This design comes from an exercise in tuning for small area, a short achievable clock period and few clock cycles per item on the open sky130 flow, not from production work. Function was checked by simulation only, so behaviour that the tests miss may differ from the original. Power is estimated from default activity; no workload was simulated.

File: flow/config.mk
export PLATFORM = sky130hd
export DESIGN_NAME = eozan_dec
export DESIGN_NICKNAME = eozan_dec
export VERILOG_FILES = /design/flow/design.v
export SDC_FILE = /design/flow/constraint.sdc
export NUM_CORES = 4
export LEC_CHECK = 0
export CAP_MARGIN = 20
export CORE_MARGIN = 2
export CORE_UTILIZATION = 40
export PLACE_DENSITY = 0.6
export SLEW_MARGIN = 20
File: flow/constraint.sdc
create_clock -name core_clock -period 10.0 [get_ports {clk}]
set_input_delay 2.0000 -clock core_clock [delete_from_list [all_inputs] [get_ports {clk}]]
set_output_delay 2.0000 -clock core_clock [all_outputs]
set_load 0.01 [all_outputs]
File: flow/design.v
module eozan_dec (
    input  wire        clk,
    input  wire        rst,           
    input  wire        in_valid,
    output wire        in_ready,
    input  wire [31:0] in_data,
    input  wire [31:0] ovf_first,
    input  wire [15:0] ovf_count,
    output wire        out_valid,
    input  wire        out_ready,
    output wire [31:0] out_data,
    output wire        out_last,
    output wire        res_mm,
    output wire [1:0]  res_kind,
    output wire        res_raw,
    output wire        res_flush,
    output wire [31:0] res_ptr
);
    reg  [31:0] W [0:15];
    reg  [4:0]  m;             
    reg  [4:0]  c;             
    wire [5:0]  mc = {1'b0, m} + {1'b0, c};
    assign in_ready = (mc != 6'd16);
    wire        in_fire = in_valid && in_ready;
    wire        cons;          
    integer wi;
    always @(posedge clk) begin
        for (wi = 0; wi < 16; wi = wi + 1)
            if ((in_fire && (wi + m >= 15)) || (cons && (wi < c)))
                W[wi] <= (wi == 15) ? in_data : W[(wi + 1) & 15];
    end
    reg         ck_pend;       
    reg  [9:0]  ck_rem;        
    reg         ck_done, ck_ok;
    reg  [3:0]  ck_hw;         
    wire [4:0]  ck_i = m - 5'd1;       
    reg  [2:0]  ck_r;
    always @(*) begin
        case (ck_i[3:0])
            4'd0, 4'd5, 4'd10: ck_r = 3'd0;
            4'd1, 4'd6, 4'd11: ck_r = 3'd1;
            4'd2, 4'd7, 4'd12: ck_r = 3'd2;
            4'd3, 4'd8, 4'd13: ck_r = 3'd3;
            default:           ck_r = 3'd4;
        endcase
    end
    wire [63:0] ck_win = {W[15], W[14]};
    reg  [35:0] ck_f;          
    always @(*) begin
        case (ck_r)
            3'd0:    ck_f = ck_win[32 +: 32] << 0;
            3'd1:    ck_f = ck_win[30 +: 34];
            3'd2:    ck_f = ck_win[28 +: 36];
            3'd3:    ck_f = ck_win[36 +: 28];
            default: ck_f = ck_win[34 +: 30];
        endcase
    end
    wire       ck_first = (ck_i == 5'd0);
    wire [6:0] ck_l0 = ck_first ? 7'd0 : {1'b0, ck_f[5:0]}   + 7'd1;
    wire [6:0] ck_l1 = ck_first ? 7'd0 : {1'b0, ck_f[15:10]} + 7'd1;
    wire [6:0] ck_l2 = {1'b0, ck_f[25:20]} + 7'd1;
    wire [6:0] ck_l3 = (ck_r == 3'd2) ? {1'b0, ck_f[35:30]} + 7'd1 : 7'd0;
    wire [9:0] ck_p0 = {3'd0, ck_l0};
    wire [9:0] ck_p1 = ck_p0 + {3'd0, ck_l1};
    wire [9:0] ck_p2 = ck_p1 + {3'd0, ck_l2};
    wire [9:0] ck_p3 = ck_p2 + {3'd0, ck_l3};
    wire [9:0] ck_rin  = ck_first ? 10'd512 : ck_rem;
    wire       ck_din  = ck_first ? 1'b0 : ck_done;
    wire       ck_hit  = (ck_l0 != 7'd0 && ck_p0 == ck_rin) || (ck_l1 != 7'd0 && ck_p1 == ck_rin)
                      || (ck_p2 == ck_rin) || (ck_l3 != 7'd0 && ck_p3 == ck_rin);
    wire       ck_reach = (ck_p3 >= ck_rin);
    always @(posedge clk) begin
        if (rst)
            ck_pend <= 1'b0;
        else
            ck_pend <= in_fire;
        if (ck_pend && ck_i <= 5'd14) begin
            if (!ck_din) begin
                if (ck_reach) begin
                    ck_done <= 1'b1;
                    ck_ok   <= ck_hit;
                    ck_hw   <= ck_i[3:0];
                end else begin
                    ck_done <= 1'b0;
                    ck_ok   <= 1'b0;
                    ck_rem  <= ck_rin - ck_p3;
                end
            end
        end
    end
    reg  [1:0]  rg_q;          
    reg         rg_b;          
    reg         ptr_ok;
    wire [17:0] rg_lo = {2'b0, W[14][31:16]} - {2'b0, ovf_first[15:0]} - {2'b0, ovf_count};
    wire [17:0] rg_hi = {2'b0, W[14][15:0]} - {2'b0, ovf_first[31:16]} + {{16{rg_q[1]}}, rg_q};
    wire [17:0] rg_ge = {2'b0, W[14][15:0]} - {2'b0, ovf_first[31:16]} - {17'd0, rg_b};
    always @(posedge clk) begin
        if (in_fire && m == 5'd2) begin
            rg_q <= rg_lo[17:16];
            rg_b <= (W[14][31:16] < ovf_first[15:0]);
        end
        if (in_fire && m == 5'd3)
            ptr_ok <= rg_hi[17] && !rg_ge[17];
    end
    wire [15:0] hdr     = W[0][15:0];
    wire [3:0]  h_mode  = hdr[3:0];
    wire        h_raw   = hdr[4];
    wire        h_flush = hdr[5];
    wire [2:0]  h_lv    = hdr[8:6];
    wire [6:0]  h_rsv   = hdr[15:9];
    wire        hdr_bad = (h_rsv != 7'd0) || (!h_raw && h_mode >= 4'd4) || (h_raw && h_mode != 4'd0)
                       || (h_lv != 3'd0 && !(h_raw && h_flush));
    wire        p_mal   = hdr_bad
                       || (!h_raw && h_mode == 4'd1 && W[0][30:24] == 7'd0)
                       || (!h_raw && h_mode == 4'd2 && W[0][19:16] >= 4'd14)
                       || (!h_raw && h_mode == 4'd3 && !(ck_done && ck_ok));
    wire        p_rng   = !p_mal && h_raw && !ptr_ok;
    wire        p_zero  = p_mal || h_raw;
    wire [6:0]  bm_nrep = {6'd0, !W[0][24]} + !W[0][25] + !W[0][26] + !W[0][27]
                        + !W[0][28] + !W[0][29] + !W[0][30];
    reg  [4:0]  p_keep;
    always @(*) begin
        if (h_raw)
            p_keep = 5'd2;                           
        else if (p_mal || h_mode == 4'd0)
            p_keep = 5'd0;
        else if (h_mode == 4'd1)
            p_keep = {bm_nrep[3:0], 1'b1} + 5'd2;    
        else if (h_mode == 4'd2)
            p_keep = {1'b0, W[0][19:16]} + 5'd2;     
        else
            p_keep = {1'b0, ck_hw} + 5'd1;
    end
    reg         gen;           
    reg  [5:0]  w;             
    reg  [14:0] fl;            
    reg         md_fill, md_bm, md_pd, md_rn;
    reg         s_raw, s_flush, s_mal, s_rng;
    reg         rawhold;
    reg  [31:0] crc_exp;
    reg  [6:0]  ptr;           
    reg  [31:0] q;             
    reg         qv, q_first, q_last;
    reg  [31:0] o;
    reg         ov, o_last;
    reg  [31:0] crc;
    reg         r_mm, r_raw, r_flush;
    reg  [1:0]  r_kind;
    wire        mv    = qv && (!ov || out_ready);
    wire        gstep = gen && (!qv || mv);
    wire        prep  = !gen && (m == 5'd16) && !(qv && q_last && !mv);
    assign out_valid = ov;
    assign out_data  = o;
    assign out_last  = o_last;
    assign res_mm    = r_mm;
    assign res_kind  = r_kind;
    assign res_raw   = r_raw;
    assign res_flush = r_flush;
    assign res_ptr   = r_raw ? {W[1][15:0], W[0][31:16]} : 32'd0;
    wire [95:0] win  = {W[2], W[1], W[0]};
    wire [55:0] fun  = win >> ptr[5:0];
    wire [2:0]  ln   = w[5:3];
    wire [2:0]  k    = w[2:0];
    wire [3:0]  bm_a = fl[3:0];
    wire [3:0]  bm_b = fl[7:4];
    wire [6:0]  bm_rep = fl[14:8];
    wire        bm_last = (ln == 3'd7) || !bm_rep[ln];
    wire [2:0]  bm_j = (bm_last && k[2]) ? {1'b0, k[1:0]} : k;
    wire [63:0] bm_map = win[94:31];
    wire [7:0]  bm_byte = bm_map >> {bm_j, 3'b000};
    reg  [31:0] bm_word;
    integer bi;
    always @(*)
        for (bi = 0; bi < 8; bi = bi + 1)
            bm_word[4*bi +: 4] = bm_byte[bi] ? bm_b : bm_a;
    reg  [55:0] pd_r;
    wire [3:0]  pd_pm1 = fl[3:0];
    wire [13:0] pd_p = 14'd1 << pd_pm1;    
    wire [55:0] pd_rot;
    wire [31:0] pd_word;
    assign pd_rot[0 +: 4] = ({4{pd_p[0] | pd_p[1] | pd_p[3] | pd_p[7]}} & pd_r[0 +: 4])
        | ({4{pd_p[6]}} & pd_r[4 +: 4])
        | ({4{pd_p[2] | pd_p[5]}} & pd_r[8 +: 4])
        | ({4{pd_p[4]}} & pd_r[12 +: 4])
        | ({4{pd_p[8] | pd_p[9] | pd_p[10] | pd_p[11] | pd_p[12] | pd_p[13]}} & pd_r[32 +: 4]);
    assign pd_rot[4 +: 4] = ({4{pd_p[2] | pd_p[8]}} & pd_r[0 +: 4])
        | ({4{pd_p[1] | pd_p[3] | pd_p[7]}} & pd_r[4 +: 4])
        | ({4{pd_p[6]}} & pd_r[8 +: 4])
        | ({4{pd_p[5]}} & pd_r[12 +: 4])
        | ({4{pd_p[4]}} & pd_r[16 +: 4])
        | ({4{pd_p[9] | pd_p[10] | pd_p[11] | pd_p[12] | pd_p[13]}} & pd_r[36 +: 4]);
    assign pd_rot[8 +: 4] = ({4{pd_p[4] | pd_p[9]}} & pd_r[0 +: 4])
        | ({4{pd_p[2] | pd_p[8]}} & pd_r[4 +: 4])
        | ({4{pd_p[3] | pd_p[7]}} & pd_r[8 +: 4])
        | ({4{pd_p[6]}} & pd_r[12 +: 4])
        | ({4{pd_p[5]}} & pd_r[16 +: 4])
        | ({4{pd_p[10] | pd_p[11] | pd_p[12] | pd_p[13]}} & pd_r[40 +: 4]);
    assign pd_rot[12 +: 4] = ({4{pd_p[10]}} & pd_r[0 +: 4])
        | ({4{pd_p[4] | pd_p[9]}} & pd_r[4 +: 4])
        | ({4{pd_p[8]}} & pd_r[8 +: 4])
        | ({4{pd_p[3] | pd_p[7]}} & pd_r[12 +: 4])
        | ({4{pd_p[6]}} & pd_r[16 +: 4])
        | ({4{pd_p[5]}} & pd_r[20 +: 4])
        | ({4{pd_p[11] | pd_p[12] | pd_p[13]}} & pd_r[44 +: 4]);
    assign pd_rot[16 +: 4] = ({4{pd_p[5] | pd_p[11]}} & pd_r[0 +: 4])
        | ({4{pd_p[10]}} & pd_r[4 +: 4])
        | ({4{pd_p[4] | pd_p[9]}} & pd_r[8 +: 4])
        | ({4{pd_p[8]}} & pd_r[12 +: 4])
        | ({4{pd_p[7]}} & pd_r[16 +: 4])
        | ({4{pd_p[6]}} & pd_r[20 +: 4])
        | ({4{pd_p[12] | pd_p[13]}} & pd_r[48 +: 4]);
    assign pd_rot[20 +: 4] = ({4{pd_p[12]}} & pd_r[0 +: 4])
        | ({4{pd_p[5] | pd_p[11]}} & pd_r[4 +: 4])
        | ({4{pd_p[10]}} & pd_r[8 +: 4])
        | ({4{pd_p[9]}} & pd_r[12 +: 4])
        | ({4{pd_p[8]}} & pd_r[16 +: 4])
        | ({4{pd_p[7]}} & pd_r[20 +: 4])
        | ({4{pd_p[6]}} & pd_r[24 +: 4])
        | ({4{pd_p[13]}} & pd_r[52 +: 4]);
    assign pd_rot[24 +: 4] = ({4{pd_p[6] | pd_p[13]}} & pd_r[0 +: 4])
        | ({4{pd_p[12]}} & pd_r[4 +: 4])
        | ({4{pd_p[11]}} & pd_r[8 +: 4])
        | ({4{pd_p[10]}} & pd_r[12 +: 4])
        | ({4{pd_p[9]}} & pd_r[16 +: 4])
        | ({4{pd_p[8]}} & pd_r[20 +: 4])
        | ({4{pd_p[7]}} & pd_r[24 +: 4]);
    assign pd_rot[28 +: 4] = ({4{pd_p[13]}} & pd_r[4 +: 4])
        | ({4{pd_p[12]}} & pd_r[8 +: 4])
        | ({4{pd_p[11]}} & pd_r[12 +: 4])
        | ({4{pd_p[10]}} & pd_r[16 +: 4])
        | ({4{pd_p[9]}} & pd_r[20 +: 4])
        | ({4{pd_p[8]}} & pd_r[24 +: 4])
        | ({4{pd_p[7]}} & pd_r[28 +: 4]);
    assign pd_rot[32 +: 4] = ({4{pd_p[13]}} & pd_r[8 +: 4])
        | ({4{pd_p[12]}} & pd_r[12 +: 4])
        | ({4{pd_p[11]}} & pd_r[16 +: 4])
        | ({4{pd_p[10]}} & pd_r[20 +: 4])
        | ({4{pd_p[9]}} & pd_r[24 +: 4])
        | ({4{pd_p[8]}} & pd_r[28 +: 4]);
    assign pd_rot[36 +: 4] = ({4{pd_p[13]}} & pd_r[12 +: 4])
        | ({4{pd_p[12]}} & pd_r[16 +: 4])
        | ({4{pd_p[11]}} & pd_r[20 +: 4])
        | ({4{pd_p[10]}} & pd_r[24 +: 4])
        | ({4{pd_p[9]}} & pd_r[28 +: 4]);
    assign pd_rot[40 +: 4] = ({4{pd_p[13]}} & pd_r[16 +: 4])
        | ({4{pd_p[12]}} & pd_r[20 +: 4])
        | ({4{pd_p[11]}} & pd_r[24 +: 4])
        | ({4{pd_p[10]}} & pd_r[28 +: 4]);
    assign pd_rot[44 +: 4] = ({4{pd_p[13]}} & pd_r[20 +: 4])
        | ({4{pd_p[12]}} & pd_r[24 +: 4])
        | ({4{pd_p[11]}} & pd_r[28 +: 4]);
    assign pd_rot[48 +: 4] = ({4{pd_p[13]}} & pd_r[24 +: 4])
        | ({4{pd_p[12]}} & pd_r[28 +: 4]);
    assign pd_rot[52 +: 4] = ({4{pd_p[13]}} & pd_r[28 +: 4]);
    assign pd_word[0 +: 4] = ({4{pd_p[0] | pd_p[1] | pd_p[2] | pd_p[3] | pd_p[4] | pd_p[5] | pd_p[6] | pd_p[7] | pd_p[8] | pd_p[9] | pd_p[10] | pd_p[11] | pd_p[12] | pd_p[13]}} & pd_r[0 +: 4]);
    assign pd_word[4 +: 4] = ({4{pd_p[0]}} & pd_r[0 +: 4])
        | ({4{pd_p[1] | pd_p[2] | pd_p[3] | pd_p[4] | pd_p[5] | pd_p[6] | pd_p[7] | pd_p[8] | pd_p[9] | pd_p[10] | pd_p[11] | pd_p[12] | pd_p[13]}} & pd_r[4 +: 4]);
    assign pd_word[8 +: 4] = ({4{pd_p[0] | pd_p[1]}} & pd_r[0 +: 4])
        | ({4{pd_p[2] | pd_p[3] | pd_p[4] | pd_p[5] | pd_p[6] | pd_p[7] | pd_p[8] | pd_p[9] | pd_p[10] | pd_p[11] | pd_p[12] | pd_p[13]}} & pd_r[8 +: 4]);
    assign pd_word[12 +: 4] = ({4{pd_p[0] | pd_p[2]}} & pd_r[0 +: 4])
        | ({4{pd_p[1]}} & pd_r[4 +: 4])
        | ({4{pd_p[3] | pd_p[4] | pd_p[5] | pd_p[6] | pd_p[7] | pd_p[8] | pd_p[9] | pd_p[10] | pd_p[11] | pd_p[12] | pd_p[13]}} & pd_r[12 +: 4]);
    assign pd_word[16 +: 4] = ({4{pd_p[0] | pd_p[1] | pd_p[3]}} & pd_r[0 +: 4])
        | ({4{pd_p[2]}} & pd_r[4 +: 4])
        | ({4{pd_p[4] | pd_p[5] | pd_p[6] | pd_p[7] | pd_p[8] | pd_p[9] | pd_p[10] | pd_p[11] | pd_p[12] | pd_p[13]}} & pd_r[16 +: 4]);
    assign pd_word[20 +: 4] = ({4{pd_p[0] | pd_p[4]}} & pd_r[0 +: 4])
        | ({4{pd_p[1] | pd_p[3]}} & pd_r[4 +: 4])
        | ({4{pd_p[2]}} & pd_r[8 +: 4])
        | ({4{pd_p[5] | pd_p[6] | pd_p[7] | pd_p[8] | pd_p[9] | pd_p[10] | pd_p[11] | pd_p[12] | pd_p[13]}} & pd_r[20 +: 4]);
    assign pd_word[24 +: 4] = ({4{pd_p[0] | pd_p[1] | pd_p[2] | pd_p[5]}} & pd_r[0 +: 4])
        | ({4{pd_p[4]}} & pd_r[4 +: 4])
        | ({4{pd_p[3]}} & pd_r[8 +: 4])
        | ({4{pd_p[6] | pd_p[7] | pd_p[8] | pd_p[9] | pd_p[10] | pd_p[11] | pd_p[12] | pd_p[13]}} & pd_r[24 +: 4]);
    assign pd_word[28 +: 4] = ({4{pd_p[0] | pd_p[6]}} & pd_r[0 +: 4])
        | ({4{pd_p[1] | pd_p[2] | pd_p[5]}} & pd_r[4 +: 4])
        | ({4{pd_p[4]}} & pd_r[8 +: 4])
        | ({4{pd_p[3]}} & pd_r[12 +: 4])
        | ({4{pd_p[7] | pd_p[8] | pd_p[9] | pd_p[10] | pd_p[11] | pd_p[12] | pd_p[13]}} & pd_r[28 +: 4]);
    reg  [6:0]  rn_rem;        
    reg         rn_prt;
    reg  [2:0]  rn_pos;        
    wire [3:0]  rn_c0 = fun[3:0],   rn_c1 = fun[13:10], rn_c2 = fun[23:20];
    wire [6:0]  rn_l0 = {1'b0, fun[9:4]}   + 7'd1;
    wire [6:0]  rn_l1 = {1'b0, fun[19:14]} + 7'd1;
    wire [6:0]  rn_l2 = {1'b0, fun[29:24]} + 7'd1;
    wire [7:0]  rn_b0 = {1'b0, rn_prt ? rn_rem : rn_l0};
    wire [7:0]  rn_b1 = rn_b0 + {1'b0, rn_l1};
    wire [7:0]  rn_b2 = rn_b1 + {1'b0, rn_l2};
    wire [3:0]  rn_need = 4'd8 - {1'b0, rn_pos};
    wire        rn_cmp  = (rn_b2 >= {4'd0, rn_need});
    wire        rn_le0  = (rn_b0 <= {4'd0, rn_need});
    wire        rn_le1  = (rn_b1 <= {4'd0, rn_need});
    wire        rn_le2  = (rn_b2 <= {4'd0, rn_need});
    reg  [31:0] rn_word;
    reg  [7:0]  rn_we;
    integer ri;
    reg  [3:0]  rt;
    always @(*) begin
        for (ri = 0; ri < 8; ri = ri + 1) begin
            rt = ri[3:0] - {1'b0, rn_pos};
            rn_we[ri] = (ri >= rn_pos) && ({4'd0, rt} < rn_b2);
            rn_word[4*ri +: 4] = ({4'd0, rt} < rn_b0) ? rn_c0 :
                                 ({4'd0, rt} < rn_b1) ? rn_c1 : rn_c2;
        end
    end
    reg  [1:0]  rn_n;
    reg  [7:0]  rn_remn;
    reg         rn_prtn;
    always @(*) begin
        if (!rn_cmp) begin
            rn_n = 2'd3; rn_prtn = 1'b0; rn_remn = 8'd0;
        end else if (!rn_le0) begin
            rn_n = 2'd0; rn_prtn = 1'b1; rn_remn = rn_b0 - {4'd0, rn_need};
        end else if (!rn_le1) begin
            rn_n = 2'd1; rn_prtn = 1'b1; rn_remn = rn_b1 - {4'd0, rn_need};
        end else if (!rn_le2) begin
            rn_n = 2'd2; rn_prtn = 1'b1; rn_remn = rn_b2 - {4'd0, rn_need};
        end else begin
            rn_n = 2'd3; rn_prtn = 1'b0; rn_remn = 8'd0;
        end
    end
    reg  [31:0] g_word;
    reg  [7:0]  g_we;
    reg         g_cmp;
    always @(*) begin
        g_word = 32'd0;
        g_we   = 8'hFF;
        g_cmp  = 1'b1;
        if (md_fill)
            g_word = {8{fl[3:0]}};
        else if (md_bm)
            g_word = bm_word;
        else if (md_pd)
            g_word = pd_word;
        else if (md_rn) begin
            g_word = rn_word;
            g_we   = rn_we;
            g_cmp  = rn_cmp;
        end
    end
    wire ptr_cons = gen && (md_pd || md_rn) && (ptr >= 7'd32);
    wire bm_cons  = gstep && md_bm && bm_last && (k[1:0] == 2'd3);
    assign cons = ptr_cons || bm_cons;
    function [31:0] crc_word(input [31:0] cin, input [31:0] d);
        integer i;
        reg [31:0] t;
        begin
            t = cin;
            for (i = 0; i < 32; i = i + 1)
                t = (t[0] ^ d[i]) ? ((t >> 1) ^ 32'h82F63B78) : (t >> 1);
            crc_word = t;
        end
    endfunction
    wire [31:0] crc_nx = crc_word(q_first ? 32'hFFFF_FFFF : crc, q);
    wire        crc_bad = ((crc_nx ^ 32'hFFFF_FFFF) != crc_exp);
    integer gi;
    always @(posedge clk) begin
        if (rst) begin
            m <= 5'd0; c <= 5'd0;
            gen <= 1'b0; qv <= 1'b0; ov <= 1'b0;
            rawhold <= 1'b0;
            md_fill <= 1'b0; md_bm <= 1'b0; md_pd <= 1'b0; md_rn <= 1'b0;
        end else begin
            if (prep) begin
                m <= 5'd0;
                c <= p_keep;
            end else begin
                m <= m + {4'd0, in_fire};
                if (gstep && g_cmp && w == 6'd63 && !s_raw)
                    c <= 5'd0;
                else if (rawhold && ov && o_last && out_ready && !gen && !qv)
                    c <= 5'd0;
                else
                    c <= c - {4'd0, cons && c != 5'd0};
            end
            if (prep)
                rawhold <= h_raw;
            else if (rawhold && ov && o_last && out_ready && !gen && !qv)
                rawhold <= 1'b0;
            if (mv)
                ov <= 1'b1;
            else if (out_ready)
                ov <= 1'b0;
            if (gstep && g_cmp)
                qv <= 1'b1;
            else if (mv)
                qv <= 1'b0;
            if (prep) begin
                gen     <= 1'b1;
                md_fill <= !p_zero && h_mode == 4'd0;
                md_bm   <= !p_zero && h_mode == 4'd1;
                md_pd   <= !p_zero && h_mode == 4'd2;
                md_rn   <= !p_zero && h_mode == 4'd3;
            end else if (gstep && g_cmp && w == 6'd63) begin
                gen     <= 1'b0;
                md_fill <= 1'b0; md_bm <= 1'b0; md_pd <= 1'b0; md_rn <= 1'b0;
            end
        end
        if (prep) begin
            w       <= 6'd0;
            fl      <= W[0][30:16];
            s_raw   <= h_raw;
            s_flush <= h_flush;
            s_mal   <= p_mal;
            s_rng   <= p_rng;
            crc_exp <= W[15];
            rn_prt  <= 1'b0;
            rn_pos  <= 3'd0;
            pd_r    <= win[20 +: 56];
            ptr     <= (h_mode == 4'd2) ? 7'd20 + {1'b0, W[0][19:16], 2'b00} + 7'd4 : 7'd16;
        end else begin
            if (gstep) begin
                for (gi = 0; gi < 8; gi = gi + 1)
                    if (g_we[gi])
                        q[4*gi +: 4] <= g_word[4*gi +: 4];
                if (g_cmp) begin
                    w       <= w + 6'd1;
                    q_first <= (w == 6'd0);
                    q_last  <= (w == 6'd63);
                end
                if (md_pd)
                    pd_r <= (k == 3'd7) ? fun : pd_rot;
                if (md_rn) begin
                    rn_prt <= rn_prtn;
                    rn_rem <= rn_remn[6:0];
                    rn_pos <= rn_cmp ? 3'd0 : rn_pos + rn_b2[2:0];
                end
            end
            ptr <= ptr - (ptr_cons ? 7'd32 : 7'd0)
                 + ((gstep && md_pd && k == 3'd7) ? {1'b0, pd_pm1, 2'b00} + 7'd4 : 7'd0)
                 + ((gstep && md_rn) ? {3'd0, rn_n, 1'b0} + {1'b0, rn_n, 3'b000} : 7'd0);
        end
        if (mv) begin
            o      <= q;
            o_last <= q_last;
            crc    <= crc_nx;
            if (q_last) begin
                r_mm    <= s_mal || s_rng || (!s_raw && crc_bad);
                r_kind  <= s_mal ? 2'd1 : s_rng ? 2'd2 : 2'd0;
                r_raw   <= s_raw;
                r_flush <= s_flush;
            end
        end
    end
endmodule
File: flow/run.sh
#!/bin/bash
# synth_recipe.tcl (not shown) runs the flow's synth.tcl, then flattens the netlist and writes it again
# the make line also repeats each setting of config.mk as NAME=value (left out here)
make -C /OpenROAD-flow-scripts/flow DESIGN_CONFIG=/design/flow/config.mk WORK_HOME=/design/flow/orfs CLKGATE_MAP_FILE= SYNTH_SCRIPT=/design/flow/synth_recipe.tcl finish
==> flow_summary.toml, run 1 <==
[setup_path]
crit_fanout = 50
crit_start = "ptr[2]$_DFF_P_"
crit_path_top_delay_cell = "dfxtp_4"
crit_path_end_kind = "register"
r2r-start = "ptr[2]$_DFF_P_"
crit_type = "register to register"
required_ns = 10.53
arrival_ns = 9.83
start_kind = "register"
cpPeakStageDelay_ns = 0.83

[routing]
wl_per_cell_um = 25.4
vias = 35400
ant_nets = 0
drt_iter0_markers = 4648
drt_first_pass_iters = 12
drc_errors = 0
drt-total-wl_mm = 153
vias_per_cell = 5.88

[die]
io_pins = 156
die_h_um = 355
std_cell_rows = 128
start_util = 0.404
die_x_um = 355
dieArea_um2 = 126000
core_um2 = 122000

[synthesis]
synthArstFlopShare = 0
syn-num-nets = 4581
syn_inst = 4237
syn_avg_cell_area_um2 = 11.6
syn_area_um2 = 49300
synth-edff-count = 750
ys.flop_type = "edfxtp_1"
ys_ff_latch = 785
synth_warnings = 2
yosys.cell_types.count = 86
yosysSeqAreaShare = 0.471

[timing]
fin_crit_sh = 0.930
finalMaxSlewViolations = 0
skew_ns = 0.0497
tns_ns = 0
tightest_slew_ns = 1.21
final.min_clock_period_ns = 9.30
relSlewSlack = 0.184
rsz0062_at_grt = "no"
hold_viol = 0
whs_ns = 0.412
setup_violations = 0
max_freq_mhz = 108

[global_routing]
grt_pass1_vias = 33900
overflow = 0
grt_start_max_net_pins = 92
grt_usage = 0.237
antenna_found_initial = 10
grt_pass1_wl_mm = 225

[power_and_ir_drop]
power_density_nw_per_um2 = 193
power_frac_seq = 0.359
power_switching_mw = 3.57
p_leak_nw = 20.4
peakVddDrop_uv = 717
switching_share = 0.331
clkPwrFrac = 0.294
intPower_mw = 7.23
pwr-share-comb = 0.347

[clocking]
root_buffer = "clkbuf_16"
clk_pin_slew_ns = 0.06
clock_latency_ns = 0.69
cts_tree = "done"
post_cts_resized = 0
cts_inserted_buffers = 85
htree_levels = 3
cts.path.max_buffers = 3
cts.sinks = 785

[status]
status = "no timing/DRC/antenna violations"

[placed_design]
gp_congestion = 1.02
portBuffers = 155
place_inst = 5862
hpwl_mm = 112

[layout]
finalNonFillerCells = 6026
nNetsFinal = 4674
synthToLayoutAreaGrowth_pct = 13.4
drive_above_1_share = 0.109
fillers = 11100

[worst_hold_path]
hold_path.class = "register to register"
min_from = "W[6][19]$_DFFE_PP_"

[job]
cap_violations = 0
-- what timing repair did --
item                       in CTS  in global routing
hold buffers                    0                  0
setup endpoints to repair       0                  1
hold endpoints to repair        0                  0
buffers inserted                0                  1
-- synthesized netlist by cell type, drive strengths merged, types with 51 or more instances --
master  instances  area, µm²
mux4          115       2590
xnor2         350       3440
a22oi          58        435
ha            237       2970
nor2b          56        350
a221oi         74        648
a21oi         234       1170
and2           52        325
nor2          236        920
o21ai         206       1030
mux2i          83        831
buf            61        293
edfxtp        750      22500
inv           216        811
xor2          149       1510
clkbuf        186        698
xnor3          51       1170
nand3          74        370
nand2         389       1460
-- stage by stage --
step	setup slack, ns	power [mW]	utilization	instance area [µm²]
finish	0.698	10.8	0.458	55900
global route	0.0110	11.5	0.458	55900
CTS	0.721	10.8	0.457	55800
detailed placement	0.720	7.62	0.434	53000
global placement	0.873	7.57	0.433	52900
floorplan	0.781	6.87	-	49300
-- metal layers --
layer	global-route usage	routed length [µm]	part of all wire	up-vias
met1	0.323	63200	0.41	17300
met2	0.367	68600	0.45	1855
li1	-	-	-	15900
met4	0.0990	6710	0.044	6
met3	0.0500	14500	0.095	365
met5	0	34	0.00022	-
-- worst max-delay path: cells and delay by family, from the launching register on --
family / cells / cell delay, ns
compound gates: 13 / 2.48
flops: 1 / 0.83
fa+ha+maj: 7 / 2.23
xor+xnor: 3 / 0.72
mux: 2 / 0.79
buf+inv: 5 / 0.75
simple gates: 10 / 1.30
-- cells by family (layout without fill, tap and decap cells) --
family / Yosys count / count (layout) / synth area share
xor gates and xnor gates: 555 / 555 / 0.126
adders and majority gates: 260 / 260 / 0.0694
muxes: 202 / 202 / 0.0702
and+or+nand+nor: 991 / 991 / 0.0935
DFF: 785 / 785 / 0.471
other: 0 / 1 / 0
AOI/OAI and AO/OA: 977 / 977 / 0.133
buffers and inverters: 467 / 630 / 0.0368
-- worst paths after layout --
kind / endpoint / slack (ns) / depth (start not counted)
min: W[5][19]$_DFFE_PP_ / 0.41 / 0
max reg2reg: ptr[6]$_DFF_P_ / 0.70 / 40
max: ptr[6]$_DFF_P_ / 0.70 / 40
min reg2reg: W[5][19]$_DFFE_PP_ / 0.41 / 0
-- final cells by class --
class                           instances  area, µm²  area share
Multi-Input combinational cell       2985      24600       0.439
Sequential cell                       785      23200       0.415
Timing Repair Buffer                  253       2430      0.0435
Clock buffer                           98       2200      0.0393
Tap cell                             1625       2030      0.0364
Inverter                              220        827      0.0148
Clock inverter                         59        627      0.0112
Antenna cell                            1       2.50   0.0000447
-- layout by cell type, fill, tap and decap left out, types with 31 or more instances in the layout --
cell type        count
a221oi_1            74
nand3_1             74
inv_1              210
xor2_1             134
clkdlybuf4s50_1    155
a22oi_1             58
edfxtp_1           750
xnor3_1             40
nand2_1            388
a31oi_1             32
xnor2_1            315
a222oi_1            48
mux4_2             115
o21a_1              34
a21o_1              48
ha_1               236
nor2_1             232
a21oi_1            233
mux2i_1             81
clkbuf_16           86
o21ai_0            188
buf_4               88
nand2b_1            31
and2_1              52
a211oi_1            33
nor2b_1             52
-- state kept, by name (all words and copies together) (netlist names), 3 cells and up --
signal	flops
pd_r	56
ptr	6
fl	15
ck_hw	4
crc_exp	32
crc	32
rn_rem	7
m	5
c	5
rn_pos	3
w	6
W	512
ck_rem	10
o	32
q	32
-- power groups by stage --
stage,Sequential (mW),Combinational [mW],Clock (mW)
floorplan,3.91,2.96,0
global placement,3.95,3.62,0
CTS,3.88,3.69,3.23
global route,3.88,4.21,3.36
detailed placement,3.95,3.67,0
finish,3.88,3.75,3.17
Testbench counts, summed over its fixed seeds: cycles 81,063, items 1,200.
==> inputs of run 2 (changes only) <==
--- a/flow/config.mk
+++ b/flow/config.mk
@@ -7,2 +7,3 @@
 export LEC_CHECK = 0
+export ABC_CLOCK_PERIOD_IN_PS = 4000
 export CAP_MARGIN = 20
@@ -11,2 +12,3 @@
 export PLACE_DENSITY = 0.6
+export SETUP_SLACK_MARGIN = 5
 export SLEW_MARGIN = 20
==> flow_summary.toml, run 2 <==
[setup_path]
critPathCapture = "c[1]$_SDFF_PP0_"
start_kind = "register"
arrival_ns = 8.00
reg2reg_to = "c[1]$_SDFF_PP0_"
rrSetupSlack_ns = 2.53
crit_start = "ptr[5]$_DFF_P_"
r2r-start = "ptr[5]$_DFF_P_"
crit_type = "register to register"
cpPeakStageDelay_ns = 1.04
cp_common_cell = "buf_6"
required_ns = 10.54
reg2reg_depth = 35
crit_path_end_kind = "register"
crit_path_top_delay_cell = "mux2i_1"
crit_fanout = 28

[power_and_ir_drop]
peakVddDrop_uv = 758
power_density_nw_per_um2 = 214
p_leak_nw = 23.2

[die]
core_um2 = 122000
die_x_um = 355
std_cell_rows = 128
die_h_um = 355
io_pins = 156
start_util = 0.404
dieArea_um2 = 126000

[routing]
drt_iter0_markers = 4906
ant_nets = 0
wl_per_cell_um = 25.9
drc_errors = 0
vias_per_cell = 5.89
drt-total-wl_mm = 165
vias = 37600
drt_first_pass_iters = 12

[synthesis]
ys.flop_type = "edfxtp_1"
yosysSeqAreaShare = 0.471
yosysTopAreaCell = "edfxtp_1"
synthMostInstantiatedCell = "edfxtp_1"
syn_inst = 4237
ys_ff_latch = 785
synth_warnings = 2
syn_avg_cell_area_um2 = 11.6
synth_area_leaders = "edfxtp_1 (46%), ha_1 (6.0%), xnor2_1 (5.6%), mux4_2 (5.2%), nand2_1 (3.0%)"
synth_top_area_share = 0.456
synth_common_cells = "edfxtp_1 (750), nand2_1 (389), xnor2_1 (315)"
syn_area_um2 = 49300
synth-edff-count = 750
yosys.cell_types.count = 86
syn-num-nets = 4581
synthArstFlopShare = 0

[timing]
hold_viol = 0
relSlewSlack = 0.152
finalMaxSlewViolations = 0
tns_ns = 0
fin_crit_sh = 0.747
tightest_slew_ns = 1.24
setup_violations = 0
skew_ns = 0.0536
layout_setup_ws_ns = 2.53
rsz0062_at_grt = "yes"
max_freq_mhz = 134
final.min_clock_period_ns = 7.47
whs_ns = 0.407

[global_routing]
grt_pass1_wl_mm = 240
overflow = 0
grt_start_max_net_pins = 181
grt_usage = 0.253
antenna_found_initial = 6
grt_pass1_vias = 36200

[placed_design]
gp_congestion = 1.00
place_inst = 5839
place_ws_ns = 1.43
portBuffers = 155
hpwl_mm = 114

[layout]
layout_common_cells = "edfxtp_1 (750), nand2_1 (379), buf_4 (330)"
regMostFlops = "W"
utilization = 0.513
synthToLayoutAreaGrowth_pct = 26.8
layout_commonest_cell = "edfxtp_1"
finalNonFillerCells = 6375
largest_register_ffs = 512
biggestRegsByFlops = "W: 512 flops, pd_r: 56 flops"
drive_above_1_share = 0.263
nNetsFinal = 5024

[status]
status = "no timing/DRC/antenna violations"

[clocking]
root_buffer = "clkbuf_16"
clk_pin_slew_ns = 0.06
cts.sinks = 785
cts_tree = "done"
cts_inserted_buffers = 86
htree_levels = 3
ctsHoldBuffers = 0
cts.path.max_buffers = 3
clock_latency_ns = 0.72

[worst_hold_path]
hold_path.class = "register to register"

[job]
cap_violations = 0
==> run 2: cell counts after synthesis <==
Identical to the previous run, type by type.
==> run 2: power by group <==
part           internal [mW]  switching (mW)  total, mW
logic                   3.19            3.00       6.19
clock network           1.93            1.40       3.33
registers               3.81          0.0735       3.88
total                   8.92            4.47       13.4
==> run 2: worst min path at each step <==
stage                             start                  end  slack [ns]  cells after the start
CTS                  W[5][29]$_DFFE_PP_   W[4][29]$_DFFE_PP_        0.41                      0
floorplan            W[11][0]$_DFFE_PP_   W[10][0]$_DFFE_PP_        0.40                      0
detailed placement  W[11][14]$_DFFE_PP_  W[10][14]$_DFFE_PP_        0.40                      0
finish               W[5][29]$_DFFE_PP_   W[4][29]$_DFFE_PP_        0.41                      0
global route         W[5][29]$_DFFE_PP_   W[4][29]$_DFFE_PP_        0.41                      0
global placement    W[10][14]$_DFFE_PP_   W[9][14]$_DFFE_PP_        0.40                      0
==> run 2: logic make-up (layout without fill, tap and decap cells) <==
logic type | count (synthesis) | count (layout) | synth area share
compound gates | 977 | 977 | 0.133
other cells | 0 | 1 | 0
simple gates | 991 | 993 | 0.0935
fa+ha+maj | 260 | 260 | 0.0694
mux | 202 | 202 | 0.0702
flops | 785 | 785 | 0.471
buf+inv | 467 | 977 | 0.0368
xor+xnor | 555 | 555 | 0.126
==> run 2: per-layer routing <==
metal / track usage / vias up / part of all wire
met5: 0 / - / 0.00014
met4: 0.118 / 4 / 0.053
met3: 0.0497 / 411 / 0.088
met2: 0.394 / 2011 / 0.45
met1: 0.342 / 18500 / 0.40
li1: - / 16600 / -
==> run 2: worst max-delay path, delay by kind of cell (launching register included) <==
kind	cells	cell delay, ns
buffers and inverters	14	2.30
AO/OA/AOI/OAI	13	2.20
multiplexers	1	1.04
adder cells (fa/ha/maj)	2	0.65
AND/OR/NAND/NOR	4	0.53
flip-flops	1	0.32
XOR/XNOR	1	0.18
==> run 2: per-stage QoR <==
step | total power, mW | instance area [µm²]
final | 13.4 | 62600
after global routing | 14.1 | 62600
after CTS | 12.2 | 60300
after detailed placement | 7.86 | 53300
after global placement | 7.81 | 53300
after floorplan | 7.17 | 50000
==> run 2: area by class of cell <==
type | count | area, µm²
Antenna cell | 1 | 2.50
Fill cell | 10400 | 59500
Clock inverter | 51 | 688
Timing Repair Buffer | 600 | 5730
Sequential cell | 785 | 23200
Clock buffer | 106 | 2300
Inverter | 220 | 871
Multi-Input combinational cell | 2987 | 27700
Tap cell | 1625 | 2030
==> run 2: what timing repair did <==
action                                 CTS  global route
cloned                                   4             3
pin swaps                              224           217
gates resized for setup                376           208
endpoints found under the hold margin    0             0
setup buffers                          251           114
setup endpoints to repair              218           210
==> inputs of run 3 (changes only) <==
--- a/flow/design.v
+++ b/flow/design.v
@@ -18,2 +18,23 @@
 );
+    function [12:0] kadd(input [11:0] a, input [11:0] b, input ci);
+        integer i, d;
+        reg [11:0] g, p, gn, pn;
+        begin
+            g = a & b;
+            p = a ^ b;
+            g[0] = g[0] | (p[0] & ci);
+            for (d = 1; d < 12; d = d * 2) begin
+                gn = g; pn = p;
+                for (i = d; i < 12; i = i + 1) begin
+                    gn[i] = g[i] | (p[i] & g[i-d]);
+                    pn[i] = p[i] & p[i-d];
+                end
+                g = gn; p = pn;
+            end
+            kadd = {g[11], (a ^ b) ^ {g[10:0], ci}};
+        end
+    endfunction
+    function [63:0] th(input [5:0] v);
+        th = ~(64'hFFFF_FFFF_FFFF_FFFF << v);
+    endfunction
     reg  [31:0] W [0:15];
@@ -21,3 +42,6 @@
     reg  [4:0]  c;             
-    wire [5:0]  mc = {1'b0, m} + {1'b0, c};
+    wire [12:0] mc_s = kadd({7'd0, m}, {7'd0, c}, 1'b0);
+    wire [5:0]  mc = mc_s[5:0];
+    wire [63:0] th_m = th({1'b0, m});
+    wire [63:0] th_c = th({1'b0, c});
     assign in_ready = (mc != 6'd16);
@@ -28,3 +52,3 @@
         for (wi = 0; wi < 16; wi = wi + 1)
-            if ((in_fire && (wi + m >= 15)) || (cons && (wi < c)))
+            if ((in_fire && (wi == 15 || th_m[(14 - wi) & 15])) || (cons && th_c[wi]))
                 W[wi] <= (wi == 15) ? in_data : W[(wi + 1) & 15];
@@ -35,13 +59,22 @@
     reg  [3:0]  ck_hw;         
-    wire [4:0]  ck_i = m - 5'd1;       
-    reg  [2:0]  ck_r;
+    reg  [3:0]  ck_i;          
+    reg         ck_first, ck_use;
+    reg  [4:0]  ck_r;          
+    reg  [4:0]  ck_rn;
     always @(*) begin
-        case (ck_i[3:0])
-            4'd0, 4'd5, 4'd10: ck_r = 3'd0;
-            4'd1, 4'd6, 4'd11: ck_r = 3'd1;
-            4'd2, 4'd7, 4'd12: ck_r = 3'd2;
-            4'd3, 4'd8, 4'd13: ck_r = 3'd3;
-            default:           ck_r = 3'd4;
+        case (m[3:0])
+            4'd0, 4'd5, 4'd10: ck_rn = 5'b00001;
+            4'd1, 4'd6, 4'd11: ck_rn = 5'b00010;
+            4'd2, 4'd7, 4'd12: ck_rn = 5'b00100;
+            4'd3, 4'd8, 4'd13: ck_rn = 5'b01000;
+            default:           ck_rn = 5'b10000;
         endcase
     end
+    always @(posedge clk)
+        if (in_fire) begin
+            ck_i     <= m[3:0];
+            ck_first <= (m == 5'd0);
+            ck_use   <= (m <= 5'd14);
+            ck_r     <= ck_rn;
+        end
     wire [63:0] ck_win = {W[15], W[14]};
@@ -49,19 +82,24 @@
     always @(*) begin
-        case (ck_r)
-            3'd0:    ck_f = ck_win[32 +: 32] << 0;
-            3'd1:    ck_f = ck_win[30 +: 34];
-            3'd2:    ck_f = ck_win[28 +: 36];
-            3'd3:    ck_f = ck_win[36 +: 28];
-            default: ck_f = ck_win[34 +: 30];
-        endcase
+        ck_f = ({36{ck_r[0]}} & {4'd0, ck_win[32 +: 32]})
+             | ({36{ck_r[1]}} & {2'd0, ck_win[30 +: 34]})
+             | ({36{ck_r[2]}} & ck_win[28 +: 36])
+             | ({36{ck_r[3]}} & {8'd0, ck_win[36 +: 28]})
+             | ({36{ck_r[4]}} & {6'd0, ck_win[34 +: 30]});
     end
-    wire       ck_first = (ck_i == 5'd0);
-    wire [6:0] ck_l0 = ck_first ? 7'd0 : {1'b0, ck_f[5:0]}   + 7'd1;
-    wire [6:0] ck_l1 = ck_first ? 7'd0 : {1'b0, ck_f[15:10]} + 7'd1;
-    wire [6:0] ck_l2 = {1'b0, ck_f[25:20]} + 7'd1;
-    wire [6:0] ck_l3 = (ck_r == 3'd2) ? {1'b0, ck_f[35:30]} + 7'd1 : 7'd0;
+    wire [12:0] ck_l0s = kadd({6'd0, ck_f[5:0]},   12'd1, 1'b0);
+    wire [12:0] ck_l1s = kadd({6'd0, ck_f[15:10]}, 12'd1, 1'b0);
+    wire [12:0] ck_l2s = kadd({6'd0, ck_f[25:20]}, 12'd1, 1'b0);
+    wire [12:0] ck_l3s = kadd({6'd0, ck_f[35:30]}, 12'd1, 1'b0);
+    wire [6:0] ck_l0 = ck_first ? 7'd0 : ck_l0s[6:0];
+    wire [6:0] ck_l1 = ck_first ? 7'd0 : ck_l1s[6:0];
+    wire [6:0] ck_l2 = ck_l2s[6:0];
+    wire [6:0] ck_l3 = ck_r[2] ? ck_l3s[6:0] : 7'd0;
+    wire [12:0] ck_s01 = kadd({5'd0, ck_l0}, {5'd0, ck_l1}, 1'b0);
+    wire [12:0] ck_s23 = kadd({5'd0, ck_l2}, {5'd0, ck_l3}, 1'b0);
+    wire [12:0] ck_s012 = kadd(ck_s01[11:0], {5'd0, ck_l2}, 1'b0);
+    wire [12:0] ck_s0123 = kadd(ck_s01[11:0], ck_s23[11:0], 1'b0);
     wire [9:0] ck_p0 = {3'd0, ck_l0};
-    wire [9:0] ck_p1 = ck_p0 + {3'd0, ck_l1};
-    wire [9:0] ck_p2 = ck_p1 + {3'd0, ck_l2};
-    wire [9:0] ck_p3 = ck_p2 + {3'd0, ck_l3};
+    wire [9:0] ck_p1 = ck_s01[9:0];
+    wire [9:0] ck_p2 = ck_s012[9:0];
+    wire [9:0] ck_p3 = ck_s0123[9:0];
     wire [9:0] ck_rin  = ck_first ? 10'd512 : ck_rem;
@@ -70,3 +108,4 @@
                       || (ck_p2 == ck_rin) || (ck_l3 != 7'd0 && ck_p3 == ck_rin);
-    wire       ck_reach = (ck_p3 >= ck_rin);
+    wire [12:0] ck_df = kadd({2'd0, ck_rin}, {2'b11, ~ck_p3}, 1'b1);    
+    wire       ck_reach = ck_df[11] || (ck_df[9:0] == 10'd0);              
     always @(posedge clk) begin
@@ -76,3 +115,3 @@
             ck_pend <= in_fire;
-        if (ck_pend && ck_i <= 5'd14) begin
+        if (ck_pend && ck_use) begin
             if (!ck_din) begin
@@ -81,3 +120,3 @@
                     ck_ok   <= ck_hit;
-                    ck_hw   <= ck_i[3:0];
+                    ck_hw   <= ck_i;
                 end else begin
@@ -85,3 +124,3 @@
                     ck_ok   <= 1'b0;
-                    ck_rem  <= ck_rin - ck_p3;
+                    ck_rem  <= ck_df[9:0];
                 end
@@ -93,5 +132,21 @@
     reg         ptr_ok;
-    wire [17:0] rg_lo = {2'b0, W[14][31:16]} - {2'b0, ovf_first[15:0]} - {2'b0, ovf_count};
-    wire [17:0] rg_hi = {2'b0, W[14][15:0]} - {2'b0, ovf_first[31:16]} + {{16{rg_q[1]}}, rg_q};
-    wire [17:0] rg_ge = {2'b0, W[14][15:0]} - {2'b0, ovf_first[31:16]} - {17'd0, rg_b};
+    wire [17:0] rg_x = {2'b0, W[14][31:16]};
+    wire [17:0] rg_y = {2'b11, ~ovf_first[15:0]};
+    wire [17:0] rg_z = {2'b11, ~ovf_count};
+    wire [17:0] rg_cs = rg_x ^ rg_y ^ rg_z;
+    wire [17:0] rg_cc = {(rg_x[16:0] & rg_y[16:0]) | (rg_x[16:0] & rg_z[16:0]) | (rg_y[16:0] & rg_z[16:0]), 1'b1};
+    wire [12:0] rg_l1 = kadd(rg_cs[11:0], rg_cc[11:0], 1'b1);
+    wire [12:0] rg_l2 = kadd({6'd0, rg_cs[17:12]}, {6'd0, rg_cc[17:12]}, rg_l1[12]);
+    wire [17:0] rg_lo = {rg_l2[5:0], rg_l1[11:0]};
+    wire [12:0] rg_h1 = kadd(W[14][11:0], ~ovf_first[27:16], 1'b1);
+    wire [12:0] rg_h2 = kadd({8'd0, W[14][15:12]}, {8'hFF, ~ovf_first[31:28]}, rg_h1[12]);
+    wire [17:0] rg_d  = {rg_h2[5:0], rg_h1[11:0]};
+    wire [12:0] rg_e1 = kadd(rg_d[11:0], {{10{rg_q[1]}}, rg_q}, 1'b0);
+    wire [12:0] rg_e2 = kadd({6'd0, rg_d[17:12]}, {6'd0, {6{rg_q[1]}}}, rg_e1[12]);
+    wire [12:0] rg_g1 = kadd(rg_d[11:0], {12{rg_b}}, 1'b0);
+    wire [12:0] rg_g2 = kadd({6'd0, rg_d[17:12]}, {6'd0, {6{rg_b}}}, rg_g1[12]);
+    wire        rg_lt = rg_e2[5];           
+    wire        rg_ng = rg_g2[5];           
+    wire [12:0] rg_bl = kadd({W[14][27:16]}, ~ovf_first[11:0], 1'b1);
+    wire [12:0] rg_bh = kadd({8'd0, W[14][31:28]}, {8'd0, ~ovf_first[15:12]}, rg_bl[12]);
     always @(posedge clk) begin
@@ -99,6 +154,6 @@
             rg_q <= rg_lo[17:16];
-            rg_b <= (W[14][31:16] < ovf_first[15:0]);
+            rg_b <= !rg_bh[4];
         end
         if (in_fire && m == 5'd3)
-            ptr_ok <= rg_hi[17] && !rg_ge[17];
+            ptr_ok <= rg_lt && !rg_ng;
     end
@@ -167,5 +222,8 @@
     wire        bm_last = (ln == 3'd7) || !bm_rep[ln];
-    wire [2:0]  bm_j = (bm_last && k[2]) ? {1'b0, k[1:0]} : k;
+    reg  [3:0]  bm_bj;         
+    wire [12:0] bm_sts = kadd({8'd0, bm_bj}, {9'h1FF, ~k}, 1'b1);
+    wire [3:0]  bm_st = bm_sts[3:0];            
+    wire        bm_dead = bm_last ? (bm_bj[3] | bm_bj[2]) : (bm_st[3] | bm_st[2]);
     wire [63:0] bm_map = win[94:31];
-    wire [7:0]  bm_byte = bm_map >> {bm_j, 3'b000};
+    wire [7:0]  bm_byte = bm_map >> {bm_bj[2:0], 3'b000};
     reg  [31:0] bm_word;
@@ -278,2 +336,5 @@
         | ({4{pd_p[7] | pd_p[8] | pd_p[9] | pd_p[10] | pd_p[11] | pd_p[12] | pd_p[13]}} & pd_r[28 +: 4]);
+    reg  [39:0] rn_f;
+    reg  [1:0]  rn_o;
+    reg         rn_vld;
     reg  [6:0]  rn_rem;        
@@ -281,14 +342,21 @@
     reg  [2:0]  rn_pos;        
-    wire [3:0]  rn_c0 = fun[3:0],   rn_c1 = fun[13:10], rn_c2 = fun[23:20];
-    wire [6:0]  rn_l0 = {1'b0, fun[9:4]}   + 7'd1;
-    wire [6:0]  rn_l1 = {1'b0, fun[19:14]} + 7'd1;
-    wire [6:0]  rn_l2 = {1'b0, fun[29:24]} + 7'd1;
-    wire [7:0]  rn_b0 = {1'b0, rn_prt ? rn_rem : rn_l0};
-    wire [7:0]  rn_b1 = rn_b0 + {1'b0, rn_l1};
-    wire [7:0]  rn_b2 = rn_b1 + {1'b0, rn_l2};
-    wire [3:0]  rn_need = 4'd8 - {1'b0, rn_pos};
-    wire        rn_cmp  = (rn_b2 >= {4'd0, rn_need});
-    wire        rn_le0  = (rn_b0 <= {4'd0, rn_need});
-    wire        rn_le1  = (rn_b1 <= {4'd0, rn_need});
-    wire        rn_le2  = (rn_b2 <= {4'd0, rn_need});
+    wire [19:0] rn_e  = (rn_o == 2'd0) ? rn_f[19:0] : (rn_o == 2'd1) ? rn_f[29:10] : rn_f[39:20];
+    wire [3:0]  rn_c0 = rn_e[3:0],  rn_c1 = rn_e[13:10];
+    wire [5:0]  rn_m0 = rn_e[9:4],  rn_m1 = rn_e[19:14];
+    wire [12:0] rn_l0s = kadd({6'd0, rn_m0}, 12'd1, 1'b0);
+    wire [6:0]  rn_r0 = rn_prt ? rn_rem : rn_l0s[6:0];
+    wire        rn_r0b = (|rn_r0[6:4]) | (rn_r0[3] & |rn_r0[2:0]);     
+    wire [3:0]  rn_s0 = rn_r0b ? 4'd9 : rn_r0[3:0];
+    wire [3:0]  rn_s1 = (|rn_m1[5:3]) ? 4'd9 : {1'b0, rn_m1[2:0]} + 4'd1;
+    wire [12:0] rn_a0s = kadd({9'd0, rn_pos}, {8'd0, rn_s0}, 1'b0);
+    wire [12:0] rn_a1s = kadd(rn_a0s[11:0], {8'd0, rn_s1}, 1'b0);
+    wire [5:0]  rn_a0 = rn_a0s[5:0];
+    wire [5:0]  rn_a1 = rn_a1s[5:0];
+    wire [63:0] rn_t0 = th(rn_a0);
+    wire [63:0] rn_t1 = th(rn_a1);
+    wire [63:0] rn_tp = th({3'd0, rn_pos});
+    wire        rn_cmp = rn_vld && rn_t1[7];           
+    wire        rn_le0 = !rn_t0[8];                    
+    wire        rn_le1 = !rn_t1[8];
+    wire [1:0]  rn_n   = rn_vld ? {1'b0, rn_le0} + {1'b0, rn_le1} : 2'd0;
     reg  [31:0] rn_word;
@@ -296,27 +364,14 @@
     integer ri;
-    reg  [3:0]  rt;
     always @(*) begin
         for (ri = 0; ri < 8; ri = ri + 1) begin
-            rt = ri[3:0] - {1'b0, rn_pos};
-            rn_we[ri] = (ri >= rn_pos) && ({4'd0, rt} < rn_b2);
-            rn_word[4*ri +: 4] = ({4'd0, rt} < rn_b0) ? rn_c0 :
-                                 ({4'd0, rt} < rn_b1) ? rn_c1 : rn_c2;
-        end
-    end
-    reg  [1:0]  rn_n;
-    reg  [7:0]  rn_remn;
-    reg         rn_prtn;
-    always @(*) begin
-        if (!rn_cmp) begin
-            rn_n = 2'd3; rn_prtn = 1'b0; rn_remn = 8'd0;
-        end else if (!rn_le0) begin
-            rn_n = 2'd0; rn_prtn = 1'b1; rn_remn = rn_b0 - {4'd0, rn_need};
-        end else if (!rn_le1) begin
-            rn_n = 2'd1; rn_prtn = 1'b1; rn_remn = rn_b1 - {4'd0, rn_need};
-        end else if (!rn_le2) begin
-            rn_n = 2'd2; rn_prtn = 1'b1; rn_remn = rn_b2 - {4'd0, rn_need};
-        end else begin
-            rn_n = 2'd3; rn_prtn = 1'b0; rn_remn = 8'd0;
+            rn_we[ri] = rn_vld && !rn_tp[ri] && rn_t1[ri];
+            rn_word[4*ri +: 4] = rn_t0[ri] ? rn_c0 : rn_c1;
         end
     end
+    wire [12:0] rn_x0s = kadd({5'd0, rn_r0}, {9'h1FF, rn_pos}, 1'b0);    
+    wire [12:0] rn_x1s = kadd(rn_x0s[11:0], {6'd0, rn_m1}, 1'b1);
+    wire [7:0]  rn_x0 = rn_x0s[7:0];
+    wire [7:0]  rn_x1 = rn_x1s[7:0];
+    wire        rn_prtn = rn_cmp && !rn_le1;
+    wire [6:0]  rn_remn = rn_le0 ? rn_x1[6:0] : rn_x0[6:0];
     reg  [31:0] g_word;
@@ -340,4 +395,4 @@
     end
-    wire ptr_cons = gen && (md_pd || md_rn) && (ptr >= 7'd32);
-    wire bm_cons  = gstep && md_bm && bm_last && (k[1:0] == 2'd3);
+    wire ptr_cons = gen && (md_pd || md_rn) && (ptr[6] | ptr[5]);
+    wire bm_cons  = gen && md_bm && bm_dead;
     assign cons = ptr_cons || bm_cons;
@@ -355,2 +410,6 @@
     wire        crc_bad = ((crc_nx ^ 32'hFFFF_FFFF) != crc_exp);
+    wire [6:0]  ptr_inc = ((gstep && md_pd && k == 3'd7) ? {1'b0, pd_pm1, 2'b00} + 7'd4 : 7'd0)
+                        | ((gstep && md_rn) ? ((rn_n == 2'd2) ? 7'd20 : (rn_n == 2'd1) ? 7'd10 : 7'd0) : 7'd0);
+    wire [6:0]  ptr_m   = ptr_cons ? {ptr[6:5] - 2'd1, ptr[4:0]} : ptr;
+    wire [12:0] ptr_nx  = kadd({5'd0, ptr_m}, {5'd0, ptr_inc}, 1'b0);
     integer gi;
@@ -408,2 +467,5 @@
             rn_pos  <= 3'd0;
+            rn_vld  <= 1'b0;
+            rn_o    <= 2'd0;
+            bm_bj   <= 4'd0;
             pd_r    <= win[20 +: 56];
@@ -422,11 +484,14 @@
                     pd_r <= (k == 3'd7) ? fun : pd_rot;
-                if (md_rn) begin
+                if (md_rn && rn_vld) begin
                     rn_prt <= rn_prtn;
-                    rn_rem <= rn_remn[6:0];
-                    rn_pos <= rn_cmp ? 3'd0 : rn_pos + rn_b2[2:0];
+                    rn_rem <= rn_remn;
+                    rn_pos <= rn_cmp ? 3'd0 : rn_a1[2:0];
                 end
             end
-            ptr <= ptr - (ptr_cons ? 7'd32 : 7'd0)
-                 + ((gstep && md_pd && k == 3'd7) ? {1'b0, pd_pm1, 2'b00} + 7'd4 : 7'd0)
-                 + ((gstep && md_rn) ? {3'd0, rn_n, 1'b0} + {1'b0, rn_n, 3'b000} : 7'd0);
+            rn_vld <= 1'b1;
+            rn_f   <= fun[39:0];
+            rn_o   <= gstep ? rn_n : 2'd0;
+            bm_bj  <= bm_bj - (bm_cons ? 4'd4 : 4'd0)
+                    + ((gstep && md_bm) ? ((k == 3'd7 && !bm_last) ? 4'd9 : 4'd1) : 4'd0);
+            ptr <= ptr_nx[6:0];
         end
==> flow_summary.toml, run 3 <==
[status]
status = "no timing/DRC/antenna violations"

[global_routing]
grt_pass1_vias = 33800
grt_util_met2 = 0.369
overflow = 0
antenna_found_initial = 8
grt-busiest-layer = "met2"
grt_pass1_wl_mm = 219
use_met1 = 0.310
grt_use_met3 = 0.0445
grt_start_max_net_pins = 99
grt_usage = 0.230

[layout]
synthToLayoutAreaGrowth_pct = 22.6
final_area_um2 = 60200
regMostFlops = "W"
biggestRegsByFlops = "W: 512 flops, pd_r: 56 flops, rn_f: 40 flops"
layout_common_cells = "edfxtp_1 (801), buf_4 (286), nand2_1 (265)"
nNetsFinal = 4647
fillers = 10500
finalNonFillerCells = 6058
layout_commonest_cell = "edfxtp_1"
drive_above_1_share = 0.227
largest_register_ffs = 512

[synthesis]
syn_area_um2 = 49100
syn-num-nets = 4299
yosysSeqAreaShare = 0.507
synth_warnings = 2
yosys.cell_types.count = 74
synthMostInstantiatedCell = "edfxtp_1"
synth_top_area_share = 0.489
syn_avg_cell_area_um2 = 12.3
synth-edff-count = 801
ys.flop_type = "edfxtp_1"
yosysTopAreaCell = "edfxtp_1"
synthArstFlopShare = 0
synth_area_leaders = "edfxtp_1 (49%), xnor2_1 (5.2%), ha_1 (4.4%), mux4_2 (3.7%), mux2i_1 (3.1%)"
ys_ff_latch = 843
synth_common_cells = "edfxtp_1 (801), xnor2_1 (289), nand2_1 (271)"
syn_inst = 4009

[setup_path]
crit_type = "primary input to register"
cp.depth = 23
crit_path_top_delay_cell = "fa_2"
cp_common_cell = "o21a_1"
r2r-start = "rn_o[0]$_SDFF_PP0_"
cp_num_buf_inv = 2
arrival_ns = 6.61
cpPeakStageDelay_ns = 0.44
required_ns = 10.56
crit_path_end_kind = "register"
reg2reg_to = "ptr[6]$_DFF_P_"
path_cells = "dlygate4sd2_1 -> inv_2 -> fa_2 -> ha_1 -> and3b_1 -> o21a_1 -> o21a_1 -> o21a_1 -> o21a_1 -> o21a_1 -> o21a_1 -> o21a_1 -> o21a_1 -> o21a_1 -> o21a_1 -> o21a_1 -> o21a_1 -> o21a_1 -> o21a_1 -> o21a_1 -> or3_4 -> a2111oi_4 -> nand2b_1"
cp_top_family = "compound AO/OA/AOI/OAI gates"
critPathCapture = "ptr_ok$_DFFE_PP_"
crit_start = "ovf_first[17]"
rrSetupSlack_ns = 3.99
start_kind = "primary input"
reg2reg_depth = 30
crit_fanout = 2

[die]
io_pins = 156
die_x_um = 355
start_util = 0.403
die_h_um = 355
std_cell_rows = 128
dieArea_um2 = 126000
core_um2 = 122000

[clocking]
cts.sinks = 843
root_buffer = "clkbuf_16"
cts_tree = "done"
clk_pin_slew_ns = 0.06
cts_inserted_buffers = 91
cts.path.max_buffers = 3
clock_latency_ns = 0.69
htree_levels = 3

[timing]
setup_violations = 0
fin_crit_sh = 0.605
tightest_slew_ns = 1.08
skew_ns = 0.0456
finalMaxSlewViolations = 0
hold_viol = 0
max_freq_mhz = 165
rsz0062_at_grt = "yes"
final.min_clock_period_ns = 6.05
relSlewSlack = 0.283
tns_ns = 0

[placed_design]
placed_area_um2 = 52800
gp_congestion = 0.947
portBuffers = 155
hpwl_mm = 104
place_inst = 5593

[worst_hold_path]
min_from = "W[10][14]$_DFFE_PP_"
hold_path.class = "register to register"

[routing]
drc_errors = 0
vias_per_cell = 5.75
ant_nets = 0
wl_per_cell_um = 24.5
drt_iter0_markers = 3947
drt-total-wl_mm = 149
drt_first_pass_iters = 7
vias = 34800

[job]
cap_violations = 0

[power_and_ir_drop]
power_density_nw_per_um2 = 140
total_power_mw = 8.43
p_leak_nw = 21.8
peakVddDrop_uv = 180
## run 3: cell count changes in the layout (fill, tap and decap cells not counted), sizes merged, moves of 31 or more
cell	before	now
edfxtp	750	801
mux2i	83	150
mux4	115	81
buf	444	344
mux2	4	71
o21ai	206	170
ha	237	173
nand2	389	271
inv	221	146
a22oi	58	89
## run 3: worst min path at each step
stage	end	cells after the start	slack, ns
floorplan	W[10][0]$_DFFE_PP_	0	0.40
global placement	W[3][31]$_DFFE_PP_	0	0.40
detailed placement	W[10][10]$_DFFE_PP_	0	0.40
CTS	W[9][14]$_DFFE_PP_	0	0.39
global route	W[9][14]$_DFFE_PP_	0	0.39
finish	W[9][14]$_DFFE_PP_	0	0.40
## run 3: logic make-up after synthesis
| family | synth area share |
|---|---|
| buf+inv | 0.0303 |
| compound gates | 0.121 |
| mux | 0.0839 |
| xor+xnor | 0.119 |
| flops | 0.507 |
| fa+ha+maj | 0.0575 |
| simple gates | 0.0819 |
## run 3: report_power, final
| group | leakage, nW | internal (mW) | switching (mW) |
|---|---|---|---|
| sequential | 7.50 | 3.91 | 0.0557 |
| clock | 1.41 | 1.84 | 1.45 |
| combinational | 12.9 | 0.570 | 0.599 |
## run 3: worst reg2reg max path: cells and delay by family, from the launching register on
kind / cells / cell delay, ns
xor+xnor: 3 / 0.51
buf+inv: 1 / 0.14
mux: 1 / 0.21
flops: 1 / 0.43
simple gates: 9 / 1.53
fa+ha+maj: 5 / 1.63
compound gates: 11 / 1.45
## run 3: what timing repair did
item	CTS	global route
setup buffers	217	70
pin swaps	160	99
hold buffers	0	0
resized for setup	209	136
endpoints found under the setup margin	145	108
cloned	3	1
## run 3: area by class of cell
| cell class | instances | area (µm²) | area share |
|---|---|---|---|
| multi-input combinational | 2777 | 25100 | 0.416 |
| sequential | 843 | 24900 | 0.414 |
| timing repair buffer | 501 | 4690 | 0.0779 |
| clock buffer | 110 | 2370 | 0.0393 |
| tap | 1625 | 2030 | 0.0338 |
| clock inverter | 55 | 581 | 0.00964 |
| inverter | 143 | 549 | 0.00912 |
| antenna | 4 | 10.0 | 0.000166 |
## run 3: metal layers
layer | part of all wire | up-vias
met5 | 0.00032 | -
met4 | 0.042 | 8
met3 | 0.085 | 322
met2 | 0.47 | 1644
met1 | 0.41 | 17200
li1 | - | 15700
## run 3: through the flow
step	util	setup slack, ns	hold WS (ns)
finish	0.494	3.95	0.397
global route	0.494	3.75	0.390
CTS	0.483	3.82	0.392
detailed placement	0.433	2.75	0.405
global placement	0.433	2.73	0.400
floorplan	-	3.64	0.400
Testbench counts of run 3, summed over its fixed seeds: cycles 82,011, items 1,200.

-- what the ideal ports hide --
The flow's constraints put no driver on any port. The routed layouts listed below were extracted and timed again, unchanged, in two steps. Step 1, drivers: a clkbuf_16 drives clk and a buf_2 each remaining input, both assumed. Step 2 moves the port delays by t, midway between the first and last clock arrival at a register: inputs arrive t later, outputs are due t later. That takes back most of the time a late clock gives input paths. a / b / c = ideal / step 1 / step 2; a / b = the first two.
| run | shift t [ns] | setup WS [ns] | hold WS [ns] |
|---|---|---|---|
| run 1 | 0.750 | 0.698 / 0.698 / 0.698 | 0.412 / 0.412 / 0.412 |
| run 2 | 0.775 | 2.533 / 2.533 / 2.533 | 0.407 / 0.407 / 0.407 |
| run 3 | 0.736 | 3.948 / 3.989 / 3.255 | 0.397 / 0.397 / 0.397 |
After both steps every run listed still meets setup and hold. For run 3, which loses most, drivers alone change the setup slack by +0.041 ns; drivers and shift together by -0.693 ns.
